Context: an optimization exercise on an open-source flow, tuned for small area and a short achievable clock period. The choices shown serve that exercise and are no tape-out recipe.
At most, simulation tests tie the RTL to the original design; equivalence was not proved.
Only the layout flow was run in run 2; the RTL was not checked for function there.
Power figures rest on the tool's default switching activity, not on a simulated workload.

==> flow/design.v, too long to show whole: its modules and the start of the top module <==
// module welt_rx_flight: 1098 lines
module welt_rx_flight (
    input  wire         clk,
    input  wire         rst,           
    input  wire         cfg_enc,       
    input  wire         in_valid,
    input  wire [255:0] in_data,       
    output reg          s_valid,
    output reg  [2:0]   s_kind,
    output reg          s_fwd,
    output reg          s_hfail,
    output reg          f_valid,
    output reg  [1:0]   f_result,
    output reg          f_crc_ok,
    output reg          f_hdr_ok,
    output reg  [15:0]  f_fseq,
    output reg          f_fill_next,
    output wire [15:0]  f_ack_seq,
    output wire         f_nak,
    output wire [1:0]   f_nak_rpl
);
  // ...
==> flow/flow/run.sh <==
#!/bin/bash
# Layout flow: the standard ORFS flow (standard.sh, unchanged synthesis),
# with two placement/repair settings passed to ORFS through the environment:
#  - the port buffers that ORFS inserts on every input and output are
#    sky130_fd_sc_hd__buf_1 instead of the default pick (clkdlybuf4s50_1);
#  - timing repair works to a setup slack margin (SETUP_SLACK_MARGIN ns).
# The clock, its period and the I/O constraints are the standard flow's own.
set -euo pipefail
export BUFFER_PORTS_ARGS="-buffer_cell sky130_fd_sc_hd__buf_1"
export SETUP_SLACK_MARGIN=6.5
bash standard.sh > standard.log 2>&1
==> flow/standard.sh <==
#!/bin/bash
# synth_recipe.tcl (not shown) runs the flow's synth.tcl, then flattens the netlist and writes it again
# the make line also repeats each setting of config.mk as NAME=value (left out here)
make -C /OpenROAD-flow-scripts/flow DESIGN_CONFIG=/design/flow/config.mk WORK_HOME=/design/flow/orfs CLKGATE_MAP_FILE= SYNTH_SCRIPT=/design/flow/synth_recipe.tcl "${@:-finish}"
==> flow/config.mk <==
export PLATFORM = sky130hd
export DESIGN_NAME = welt_rx_flight
export DESIGN_NICKNAME = welt_rx_flight
export VERILOG_FILES = /design/flow/design.v
export SDC_FILE = /design/flow/constraint.sdc
export NUM_CORES = 4
export LEC_CHECK = 0
export CAP_MARGIN = 20
export CORE_MARGIN = 2
export CORE_UTILIZATION = 65
export SLEW_MARGIN = 20
==> flow/constraint.sdc <==
create_clock -name core_clock -period 10.0 [get_ports {clk}]
set_input_delay 2.0000 -clock core_clock [delete_from_list [all_inputs] [get_ports {clk}]]
set_output_delay 2.0000 -clock core_clock [all_outputs]
set_load 0.01 [all_outputs]
==> impl_metrics.yaml, run 1 <==
status:
  status: "aborted with a tool error"
  tool.error: "[ERROR GRT-0116] Global routing finished with congestion. Check the congestion regions in the DRC Viewer."
  flow.stopped_at: "global routing"
grt:
  grt_max_degree: 72
  grt_pass1_vias: 26762
  grt_pass1_wl_um: 230000
  met1_usage_pct: 73.17
synth:
  yosys_warnings: 1
  yosysMostFrequentCell: "xnor2_1"
  synthDistinctLibCells: 56
  synth_seq_cells: 433
  synth-adder-area-share_pct: 0.2757
  syn_inst: 3042
  muxShareOfSynthArea_pct: 0.1260
  syn_area_per_cell_um2: 10.44
  synth-edff-count: 32
  synthXorXnorAreaFrac_pct: 62.51
  synthFlopType: "dfxtp_1"
  synthTopCellsByCount: "1477 x xnor2_1, 410 x xor2_1, 401 x dfxtp_1"
  yosysTopAreaCell: "xnor2_1"
  syn-cell-area_um2: 31760
cts:
  post_cts_resized: 36
  ctsHoldBuffers: 0
  cts_buffers: 45
  root_buffer: "clkbuf_16"
place:
  pre_cts_ws_ns: 5.609
  dpl.hpwl_um: 135100
  dpl_cell_area_um2: 33240
floorplanning:
  rows: 81
==> run 2, diff against run 1 <==
--- a/flow/design.v
+++ b/flow/design.v
@@ -24,22 +24,18 @@
     localparam [2:0] K_FILL   = 3'd3;
     localparam [2:0] K_TAG    = 3'd4;
     localparam [2:0] K_SEAL   = 3'd5;
     localparam [1:0] R_ACCEPT  = 2'd0;
     localparam [1:0] R_EMPTY   = 2'd1;
     localparam [1:0] R_DISCARD = 2'd2;
     localparam [1:0] R_FAIL    = 2'd3;
     localparam [8:0] MAX_LEN = 9'd320;
-    reg         v1;
-    reg [255:0] d1;
-    always @(posedge clk) begin
-        v1 <= in_valid && !rst;
-        d1 <= in_data;
-    end
+    wire         v1 = in_valid;
+    wire [255:0] d1 = in_data;
     reg [8:0]  rem;         
     reg        rem_nz;      
     reg [8:0]  rem_saved;   
     reg        saved_nz;    
     reg        hfail_seen;
     reg [15:0] ack_seq;
     reg [15:0] ack_seq_p1;  
     reg        nak;
==> flow/config.mk (replaced) <==
export PLATFORM = sky130hd
export DESIGN_NAME = welt_rx_flight
export DESIGN_NICKNAME = welt_rx_flight
export VERILOG_FILES = /design/flow/design.v
export SDC_FILE = /design/flow/constraint.sdc
export NUM_CORES = 4
export LEC_CHECK = 0
export CAP_MARGIN = 20
export CORE_MARGIN = 2
export CORE_UTILIZATION = 40
export SLEW_MARGIN = 20
==> impl_metrics.yaml, run 2 <==
status:
  status: "finished clean"
finish:
  largest_reg_flops: 32
  regArea_um2: 3845
  fin_cells: 4262
  layout_commonest_cell: "xnor2_1"
  nNetsFinal: 3560
  multi_input_area_um2: 32030
  utilization_pct: 65.13
  final_cell_mix: "625 x xnor2_1, 406 x buf_4, 289 x xnor2_2"
  top_regs: "s x32, f2 x22"
  drive_above_1_share_pct: 49.82
  fill_cells: 5229
  area_delta_synth_final_pct: 62.02
  largest-register: "s"
floorplanning:
  io_pins: 307
  die_area_um2: 73620
  coreArea_um2: 71120
  die_w_um: 271.3
  die_height_um: 271.3
  start_util_pct: 40.20
  rows: 98
min_path:
  hold_path_class: "register to register"
cts:
  ctsHoldBuffers: 0
  htreeDepth: 4
  path_clk_slew_ns: 0.09
  root_buffer: "clkbuf_16"
  cts_tree: "yes"
  worstSkewPairLatency_ns: 0.53
  cts_buffers: 17
  numClockSinks: 176
  clk_path_buf_depth: 2
power_and_ir_drop:
  pwr-share-comb_pct: 85.2
  cellPowerDensity_nw_per_um2: 324.2
  pwr-share-seq_pct: 9.6
  p_leak_uw: 0.02024
  vdd_drop_max_v: 0.0002064
  p_sw_uw: 6775
  swShare_pct: 45.12
  pwr-share-clk_pct: 5.2
  p_int_uw: 8240
critical_path:
  crit_type: "input port to register"
  end_kind: "register"
  crit_required_ns: 10.27
  worstSetupStartpointType: "input port"
  cp_max_fo: 2
  arrival_ns: 4.50
grt:
  grt_pass1_wl_um: 262800
  grtUsageTotal_pct: 56.45
  antenna_found_initial: 8
  grt_max_degree: 69
  overflow: 0
  grt_pass1_vias: 25105
synth:
  syn_area_per_cell_um2: 11.03
  ys_seq_area_share_pct: 13.45
  synth_top_area_share_pct: 34.04
  synthFlopType: "dfxtp_1"
  synth-edff-count: 32
  yosysTopAreaCell: "xnor2_1"
  synth_seq_cells: 176
  syn_inst: 2592
  yosysMostFrequentCell: "xnor2_1"
  yosys_warnings: 1
  synthTopCellsByArea: "xnor2_1 34%, xnor3_1 27%, dfxtp_1 10%"
  syn-cell-area_um2: 28590
  synthDistinctLibCells: 50
  ys_async_sr_fraction_pct: 0
  synthTopCellsByCount: "1111 x xnor2_1, 337 x xnor3_1, 321 x xor2_1"
  synthesis.nets: 2859
place:
  numPortBuffers: 306
  place_inst: 3730
  dpl.hpwl_um: 167400
  place_congestion: 1.210
drt:
  via_count: 26838
  route.detailed.drc: 0
  drt_iter0_drc: 4157
  ant_nets: 0
  via_per_inst: 6.297
  wire_per_inst_um: 49.84
  dr.pass1.iters: 8
  wl_um: 212400
timing:
  hold_viol: 0
  tns_ns: 0
  rsz0062_at_grt: "true"
  final-setup-viol-count: 0
  clock-skew-final_ns: 0.04531
  tightest_slew_ns: 1.067
  post-route-min-period_ns: 4.231
  relSlewSlack_pct: 28.64
  fin_crit_sh_pct: 42.31
  slew_viol_final: 0
  clock.fmax_mhz: 236.4
run:
  cap_violations: 0
[run 2: layout make-up]
type | count | share of cell area (%)
Multi-Input combinational cell | 2192 | 69.16
Timing Repair Buffer | 893 | 18.46
Sequential cell | 176 | 8.301
Tap cell | 950 | 2.566
Clock buffer | 17 | 0.9184
Clock inverter | 15 | 0.4565
Inverter | 13 | 0.1054
Antenna cell | 6 | 0.03242
[run 2: worst max-delay path, cell delays in order]
cell and delay, ns:
buf_12 0.11, xnor2_4 0.33, xnor3_2 0.62, xnor3_2 0.45
buf_6 0.13, xnor3_1 0.25, xnor2_2 0.18, xnor3_1 0.40
[run 2: timing repair]
action,CTS,global route
pin swaps,309,227
setup endpoints to repair,93,93
setup buffers,338,155
gates resized for setup,1168,376
[run 2: final timing paths]
kind | startpoint | end | slack, ns | cells past startpoint
max | in_data[26] | s[30] | 5.77 | 8
min | fn2 | f_fill_next | 0.34 | 0
max reg2reg | restart | s[16] | 6.17 | 7
min reg2reg | fn2 | f_fill_next | 0.34 | 0
[run 2: power by group through the flow]
| stage | Clock [uW] | Sequential, uW | Combinational, uW |
|---|---|---|---|
| after floorplan | 0 | 1240 | 6990 |
| after global placement | 0 | 1430 | 9800 |
| after detailed placement | 0 | 1420 | 9750 |
| after CTS | 783 | 1410 | 11500 |
| after global routing | 804 | 1430 | 12700 |
| final | 783 | 1440 | 12800 |
[run 2: through the flow]
step                hold WS, ns  setup slack (ns)  instance area, um^2  total power, uW
detailed placement       0.3191             3.755                32680            11170
CTS                      0.3402             5.964                42690            13710
finish                   0.3383             5.769                46320            15010
floorplan                0.3096             5.989                31380             8223
global placement         0.3116             3.586                32650            11220
global route             0.3607             5.837                46310            14960
[run 2: layer usage]
layer	vias to the layer above	routed length, um	track usage [%]
li1	9657	-	-
met1	13141	66250	59.74
met2	2971	83220	77.61
met3	1054	35450	32.33
met4	15	26820	54.09
met5	-	668	2.439
[run 2: kinds of logic after synthesis]
kind of cell | synth area share (%)
AOI/OAI and AO/OA | 1.042
adders and majority gates | 0.3064
xor gates and xnor gates | 75.88
muxes | 1.646
and+or+nand+nor | 4.329
DFF | 13.45
buffers and inverters | 3.348

[afterwards: timing with drivers on the ports]
No port has a modelled driver above. Below, the same layout with a new extraction and two added sets of constraints.
Step 1 (the two cells are an assumption about what drives the block):
set clk [get_ports {clk}]
set_driving_cell -lib_cell sky130_fd_sc_hd__clkbuf_16 $clk
set_driving_cell -lib_cell sky130_fd_sc_hd__buf_2 [delete_from_list [all_inputs] $clk]
Step 2 adds t to the input delays and takes it off the output delays; t is the mean of the earliest and latest rising clock arrival at the registers after step 1. Input paths then give back, and output paths get back, about the clock's delay inside the block.
a / b / c = ideal / step 1 / step 2; a / b = the first two.
run: run 2
t, ns: 0.591
setup WS [ns]: 5.769 / 5.792 / 5.201
worst register clock-pin slew, ns: 0.12 / 0.12
worst data-port slew with drivers (ns): 0.09
pins driven straight from the clock port: 1
After both steps setup and hold are still met in run 2. For run 2, drivers alone change the setup slack by +0.023 ns; drivers and shift together by -0.568 ns.
